From an optimization exercise on the open Yosys and OpenROAD flow, aimed at small area, a short achievable clock period and few clock cycles per item; shortcuts taken in it are not production practice.
At most, simulation tests tie the RTL to the original design; equivalence was not proved.

## rev 12
## symhash
module symhash (
    input  wire         clk,
    input  wire         rst,
    input  wire         in_valid,
    output wire         in_ready,
    input  wire [1:0]   in_kind,       
    input  wire [127:0] in_src_addr,   
    input  wire [127:0] in_dst_addr,
    input  wire [15:0]  in_src_port,
    input  wire [15:0]  in_dst_port,
    input  wire         in_l4,         
    input  wire         in_frag,       
    input  wire [7:0]   in_proto,
    input  wire [15:0]  in_etype,
    input  wire [11:0]  in_vid,
    input  wire [63:0]  in_udf,        
    input  wire [4:0]   in_cfg,        
    input  wire [31:0]  in_seed,       
    output wire         out_valid,
    input  wire         out_ready,
    output wire [31:0]  out_hash
);
For scale: roughly 470 I/O pins, ~0.063 mm2 of cells after synthesis.
export LEC_CHECK = 0
export CAP_MARGIN = 20
export CORE_MARGIN = 2
export CORE_UTILIZATION = 50
export PLACE_DENSITY = 0.65
export SETUP_SLACK_MARGIN = 1.5
export SLEW_MARGIN = 20
create_clock -name core_clock -period 8.0 [get_ports {clk}]
run.sh (not shown) runs the stock make flow with config.mk's settings and CLKGATE_MAP_FILE= SYNTH_SCRIPT=/design/flow/synth_recipe.tcl, a recipe that flattens the netlist after the stock synthesis.
Rev 12 terminated abnormally: global routing reported GRT-0232.
The inputs of rev 13 differ from those of rev 12 as listed below.
--- a/flow/config.mk
+++ b/flow/config.mk
@@ -8,6 +8,5 @@
 export CAP_MARGIN = 20
 export CORE_MARGIN = 2
-export CORE_UTILIZATION = 50
-export PLACE_DENSITY = 0.65
-export SETUP_SLACK_MARGIN = 1.5
+export CORE_UTILIZATION = 35
+export PLACE_DENSITY = 0.55
 export SLEW_MARGIN = 20
Notes after the runs:
Summary of rev 13 over rev 12: initial core utilization down 15 points; area after detailed placement up 5.1%; placer's final routability congestion estimate down about 5.6%. Of the runs rev 13 and rev 12, none of them finished clean. The flow completed for rev 13, but it is not clean: the layout still shows setup timing. In the summary table, rev 12 is marked failed, with error GRT-0232 raised in global routing. Post-detailed-placement half-perimeter wirelength ends up lower on rev 12.
No run of this note included a check of the RTL's function; only the layout flow was run.

symhash, a different RTL version from the one above (not shown whole).
Size in the first run: roughly 470 I/O pins.
Settings: LEC_CHECK=0, CAP_MARGIN=40, CORE_MARGIN=2, CORE_UTILIZATION=40, PLACE_DENSITY=0.55, SETUP_SLACK_MARGIN=1.5, SLEW_MARGIN=40; clock period 8.0 ns.
standard.sh (not shown) runs the stock make flow with config.mk's settings and CLKGATE_MAP_FILE= SYNTH_SCRIPT=/design/flow/synth_recipe.tcl, a recipe that flattens the netlist after the stock synthesis.
==> flow/flow/run.sh <==
#!/bin/bash
# Own layout flow: the standard flow with two changes.
#  - After the standard synthesis, each 3-input XOR/XNOR cell is rewritten as
#    two 2-input cells (flow/split3.py), which take less area; registers and
#    every other cell stay as synthesis made them.
#  - The port buffers are buf_2 cells instead of ORFS's default choice.
# Each step's output goes to a log file of its own in this folder.
set -euo pipefail
export BUFFER_PORTS_ARGS="-buffer_cell sky130_fd_sc_hd__buf_2"
R=orfs/results/sky130hd/symhash/base
bash standard.sh synth > synth.log 2>&1
python3 flow/split3.py $R/1_2_yosys.v $R/1_2_yosys_split.v > split3.log 2>&1
mv $R/1_2_yosys_split.v $R/1_2_yosys.v
rm -f $R/1_synth.odb $R/1_synth.sdc
bash standard.sh > layout.log 2>&1
==> flow/flow/split3.py <==
#!/usr/bin/env python3
"""Rewrite a gate-level netlist: each 3-input XOR/XNOR cell becomes two 2-input
cells (xor2 then xor2/xnor2), which together take less area than the 3-input cell.
usage: split3.py in.v out.v"""
import re, sys
src = open(sys.argv[1]).read()
pat = re.compile(r'^(\s*)sky130_fd_sc_hd__(xnor3|xor3)_(\d+)\s+(\S+)\s*\(\s*'
                 r'\.A\(([^()]*)\),\s*\.B\(([^()]*)\),\s*\.C\(([^()]*)\),\s*\.X\(([^()]*)\)\s*\);',
                 re.M)
wires = []
count = 0
def rep(m):
    global count
    ind, kind, _drv, name, a, b, c, x = m.groups()
    count += 1
    w = f"split3_n{count}"
    wires.append(w)
    second = "xnor2_1" if kind == "xnor3" else "xor2_1"
    outpin = "Y" if kind == "xnor3" else "X"
    return (f"{ind}sky130_fd_sc_hd__xor2_1 split3_a{count} (.A({a.strip()}), .B({b.strip()}), .X({w}));\n"
            f"{ind}sky130_fd_sc_hd__{second} split3_b{count} (.A({w}), .B({c.strip()}), .{outpin}({x.strip()}));")
out = pat.sub(rep, src)
# declare the new wires after the module header
decl = "".join(f"  wire {w};\n" for w in wires)
out = re.sub(r'(module\s+\w+\s*\([^;]*\);\n)', lambda m: m.group(1) + decl, out, count=1)
open(sys.argv[2], "w").write(out)
print(f"split3: {count} cells split", file=sys.stderr)
The starting point did not get past global routing on GRT-0116.
Testbench counts at the start, summed over its fixed seeds: cycles 2,408, items 2,400.
Next try:
--- a/flow/config.mk
+++ b/flow/config.mk
@@ -9,4 +9,4 @@
 export CORE_MARGIN = 2
-export CORE_UTILIZATION = 40
-export PLACE_DENSITY = 0.55
+export CORE_UTILIZATION = 35
+export PLACE_DENSITY = 0.5
 export SETUP_SLACK_MARGIN = 1.5
Result:
- Now the flow completed with no timing, DRC or antenna violations
- synthesized area does not change
- synthesized cell count does not change
Next try:
==> flow/flow/run.sh (replaced) <==
#!/bin/bash
# Own layout flow: the standard flow, with the port buffers made from
# buf_2 cells instead of ORFS's default choice. Each step's output is logged.
set -euo pipefail
export BUFFER_PORTS_ARGS="-buffer_cell sky130_fd_sc_hd__buf_2"
bash standard.sh synth > synth.log 2>&1
bash standard.sh > layout.log 2>&1
--- a/flow/config.mk
+++ b/flow/config.mk
@@ -7,7 +7,8 @@
 export LEC_CHECK = 0
-export CAP_MARGIN = 40
+export CAP_MARGIN = 20
 export CORE_MARGIN = 2
-export CORE_UTILIZATION = 35
-export PLACE_DENSITY = 0.5
+export CORE_UTILIZATION = 38
+export GPL_TIMING_DRIVEN = 0
+export PLACE_DENSITY = 0.6
 export SETUP_SLACK_MARGIN = 1.5
-export SLEW_MARGIN = 40
+export SLEW_MARGIN = 20
removed: flow/flow/split3.py
This time the run failed in global routing on GRT-0116.
Synthesized cell count is lower by 2.7%.
Synthesized area rose by 1.8%.

Setup of lagoon:
symhash again, from the RTL that the note above started with.
==> flow/config.mk <==
export PLATFORM = sky130hd
export DESIGN_NAME = symhash
export DESIGN_NICKNAME = symhash
export VERILOG_FILES = /design/flow/design.v
export SDC_FILE = /design/flow/constraint.sdc
export NUM_CORES = 4
export LEC_CHECK = 0
export CAP_MARGIN = 20
export CORE_MARGIN = 2
export CORE_UTILIZATION = 42
export PLACE_DENSITY = 0.6
export SETUP_SLACK_MARGIN = 3.0
export SLEW_MARGIN = 20
==> flow/constraint.sdc <==
create_clock -name core_clock -period 8.0 [get_ports {clk}]
set_input_delay 1.6000 -clock core_clock [delete_from_list [all_inputs] [get_ports {clk}]]
set_output_delay 1.6000 -clock core_clock [all_outputs]
set_load 0.01 [all_outputs]
run.sh (not shown) runs the stock make flow with config.mk's settings and CLKGATE_MAP_FILE= SYNTH_SCRIPT=/design/flow/synth_recipe.tcl, a recipe that flattens the netlist after the stock synthesis.
Stock flow here: none of the scripts above is used.
lagoon: it failed during global routing, and the tool reported GRT-0116.
Testbench counts of lagoon, summed over its fixed seeds: cycles 2,408, items 2,400.
Relative to lagoon, the following input files were edited for indigo:
- PLACE_DENSITY: 0.6 -> 0.48
- SLEW_MARGIN: 20 -> 50
- SETUP_SLACK_MARGIN: 3.0 -> 1.5
- CAP_MARGIN: 20 -> 50
- CORE_UTILIZATION: 42 -> 32
==> flow/flow/run.sh (new file) <==
#!/bin/bash
# Own layout flow: the standard flow with two changes.
#  - After the standard synthesis, each 3-input XOR/XNOR cell is rewritten as
#    two 2-input cells (flow/split3.py), which take less area; registers and
#    every other cell stay as synthesis made them.
#  - The port buffers are buf_2 cells instead of ORFS's default choice.
# Each step's output goes to a log file of its own in this folder.
set -euo pipefail
export BUFFER_PORTS_ARGS="-buffer_cell sky130_fd_sc_hd__buf_2"
R=orfs/results/sky130hd/symhash/base
bash standard.sh synth > synth.log 2>&1
python3 flow/split3.py $R/1_2_yosys.v $R/1_2_yosys_split.v > split3.log 2>&1
mv $R/1_2_yosys_split.v $R/1_2_yosys.v
rm -f $R/1_synth.odb $R/1_synth.sdc
bash standard.sh > layout.log 2>&1
==> flow/flow/split3.py (new file) <==
#!/usr/bin/env python3
"""Rewrite a gate-level netlist: each 3-input XOR/XNOR cell becomes two 2-input
cells (xor2 then xor2/xnor2), which together take less area than the 3-input cell.
usage: split3.py in.v out.v"""
import re, sys
src = open(sys.argv[1]).read()
pat = re.compile(r'^(\s*)sky130_fd_sc_hd__(xnor3|xor3)_(\d+)\s+(\S+)\s*\(\s*'
                 r'\.A\(([^()]*)\),\s*\.B\(([^()]*)\),\s*\.C\(([^()]*)\),\s*\.X\(([^()]*)\)\s*\);',
                 re.M)
wires = []
count = 0
def rep(m):
    global count
    ind, kind, _drv, name, a, b, c, x = m.groups()
    count += 1
    w = f"split3_n{count}"
    wires.append(w)
    second = "xnor2_1" if kind == "xnor3" else "xor2_1"
    outpin = "Y" if kind == "xnor3" else "X"
    return (f"{ind}sky130_fd_sc_hd__xor2_1 split3_a{count} (.A({a.strip()}), .B({b.strip()}), .X({w}));\n"
            f"{ind}sky130_fd_sc_hd__{second} split3_b{count} (.A({w}), .B({c.strip()}), .{outpin}({x.strip()}));")
out = pat.sub(rep, src)
# declare the new wires after the module header
decl = "".join(f"  wire {w};\n" for w in wires)
out = re.sub(r'(module\s+\w+\s*\([^;]*\);\n)', lambda m: m.group(1) + decl, out, count=1)
open(sys.argv[2], "w").write(out)
print(f"split3: {count} cells split", file=sys.stderr)
==> flow/standard.sh (new file) <==
#!/bin/bash
# synth_recipe.tcl (not shown) runs the flow's synth.tcl, then flattens the netlist and writes it again
# the make line also repeats each setting of config.mk as NAME=value (left out here)
make -C /OpenROAD-flow-scripts/flow DESIGN_CONFIG=/design/flow/config.mk WORK_HOME=/design/flow/orfs CLKGATE_MAP_FILE= SYNTH_SCRIPT=/design/flow/synth_recipe.tcl "${@:-finish}"
removed: flow/run.sh
[summary]
What ended lagoon was a tool error in global routing; the run never finished. Every stage of the flow completed for indigo, and the final layout passed the timing, DRC and antenna checks. From lagoon to indigo, clock buffer count from CTS did not move at all. Instance count of the mapped netlist is higher on indigo. Between lagoon and indigo, the number of standard-cell rows in the floorplan is higher for indigo. Summary of indigo over lagoon: buffer count from post-CTS setup fixing fell 599; initial standard-cell utilization of the core fell 10 points; average cell area after synthesis fell 0.37 sq um. [compare] base=lagoon new=indigo: chip height saw an increase; width of the chip went up.
Inputs modified between indigo and garnet:
- swapping 0.48 for 0.55 in PLACE_DENSITY
- swapping 50 for 20 in SLEW_MARGIN
- swapping 32 for 40 in CORE_UTILIZATION
- swapping 50 for 20 in CAP_MARGIN
==> flow/flow/run.sh <==
#!/bin/bash
# Own layout flow: the standard flow, with the port buffers made from
# buf_2 cells instead of ORFS's default choice. Each step's output is logged.
set -euo pipefail
export BUFFER_PORTS_ARGS="-buffer_cell sky130_fd_sc_hd__buf_2"
bash standard.sh synth > synth.log 2>&1
bash standard.sh > layout.log 2>&1
removed: flow/flow/split3.py
Status: sequential cell count of the final layout parity (indigo, garnet)
Every stage of garnet finished as expected; the final checks, on the other hand, flagged capacitance limit, slew limit, which means the layout fails.
Against indigo as the reference, garnet delivers a higher source-to-sink clock delay at the later pin of the worst-skew pair.
Of indigo and garnet, garnet shows the higher average detailed-routed wire length per instance, with indigo below it.
garnet does worse than indigo on final critical delay including setup and external delays.
Diff indigo -> garnet: total length of routed met3 wires grew by 14000 um, layout overhead on the synthesized area -5.9 points, routed via count now larger.

symhash again, from the RTL that the note above started with.
export LEC_CHECK = 0
export CAP_MARGIN = 50
export CORE_MARGIN = 2
export CORE_UTILIZATION = 32
export PLACE_DENSITY = 0.48
export SETUP_SLACK_MARGIN = 2.5
export SLEW_MARGIN = 50
create_clock -name core_clock -period 8.0 [get_ports {clk}]
standard.sh (not shown) runs the stock make flow with config.mk's settings and CLKGATE_MAP_FILE= SYNTH_SCRIPT=/design/flow/synth_recipe.tcl, a recipe that flattens the netlist after the stock synthesis.
==> flow/flow/run.sh <==
#!/bin/bash
# Own layout flow: the standard flow with two changes.
#  - After the standard synthesis, each 3-input XOR/XNOR cell is rewritten as
#    two 2-input cells (flow/split3.py), which take less area; registers and
#    every other cell stay as synthesis made them.
#  - The port buffers are buf_2 cells instead of ORFS's default choice.
# Each step's output goes to a log file of its own in this folder.
set -euo pipefail
export BUFFER_PORTS_ARGS="-buffer_cell sky130_fd_sc_hd__buf_2"
R=orfs/results/sky130hd/symhash/base
bash standard.sh synth > synth.log 2>&1
python3 flow/split3.py $R/1_2_yosys.v $R/1_2_yosys_split.v > split3.log 2>&1
mv $R/1_2_yosys_split.v $R/1_2_yosys.v
rm -f $R/1_synth.odb $R/1_synth.sdc
bash standard.sh > layout.log 2>&1
==> flow/flow/split3.py <==
#!/usr/bin/env python3
"""Rewrite a gate-level netlist: each 3-input XOR/XNOR cell becomes two 2-input
cells (xor2 then xor2/xnor2), which together take less area than the 3-input cell.
usage: split3.py in.v out.v"""
import re, sys
src = open(sys.argv[1]).read()
pat = re.compile(r'^(\s*)sky130_fd_sc_hd__(xnor3|xor3)_(\d+)\s+(\S+)\s*\(\s*'
                 r'\.A\(([^()]*)\),\s*\.B\(([^()]*)\),\s*\.C\(([^()]*)\),\s*\.X\(([^()]*)\)\s*\);',
                 re.M)
wires = []
count = 0
def rep(m):
    global count
    ind, kind, _drv, name, a, b, c, x = m.groups()
    count += 1
    w = f"split3_n{count}"
    wires.append(w)
    second = "xnor2_1" if kind == "xnor3" else "xor2_1"
    outpin = "Y" if kind == "xnor3" else "X"
    return (f"{ind}sky130_fd_sc_hd__xor2_1 split3_a{count} (.A({a.strip()}), .B({b.strip()}), .X({w}));\n"
            f"{ind}sky130_fd_sc_hd__{second} split3_b{count} (.A({w}), .B({c.strip()}), .{outpin}({x.strip()}));")
out = pat.sub(rep, src)
# declare the new wires after the module header
decl = "".join(f"  wire {w};\n" for w in wires)
out = re.sub(r'(module\s+\w+\s*\([^;]*\);\n)', lambda m: m.group(1) + decl, out, count=1)
open(sys.argv[2], "w").write(out)
print(f"split3: {count} cells split", file=sys.stderr)
Testbench counts at the start, summed over its fixed seeds: cycles 2,408, items 2,400.
Change:
SETUP_SLACK_MARGIN = 2.0   (was 2.5)
- The new run produced a clean layout
- cell area decreases by 7.5%
- global-route usage decreases by 0.72 points
- worst hold slack gets worse by 6.5 ps
- via count decreases by 2.4%

==> re-timing with driven ports <==
How much do the figures lean on ideal ports? The routed layouts below were timed once more, with nothing changed but the port constraints.
Step 1 sets driving cells, clkbuf_16 on the clock port and buf_2 on the other inputs (assumed; they add their load-dependent delay and slew).
Step 2 moves the port delays by t, midway between the first and last clock arrival at a register: inputs arrive t later, outputs are due t later. That takes back most of the time a late clock gives input paths.
a / b / c = ideal / step 1 / step 2; a / b = the first two.
run	shift t [ns]	setup WS [ns]	worst setup path after step 2	latest minus earliest clock arrival (ns)	cell pins on the clock port's net
rev 13	0.504	-0.074 / -0.060 / -0.564	input to register	0.022 / 0.022	1
the second run of note 2	0.501	0.935 / 0.931 / 0.430	input to register	0.017 / 0.018	1
indigo	0.499	1.328 / 1.335 / 0.836	input to register	0.020 / 0.020	1
garnet	0.502	1.082 / 1.081 / 0.578	input to register	0.025 / 0.025	1
the first run of note 4	0.502	2.169 / 1.987 / 1.485	input to register	0.018 / 0.017	1
the second run of note 4	0.502	1.539 / 1.542 / 1.039	input to register	0.019 / 0.019	1
For the first run of note 4, which loses most, drivers alone change the setup slack by -0.182 ns; drivers and shift together by -0.684 ns.
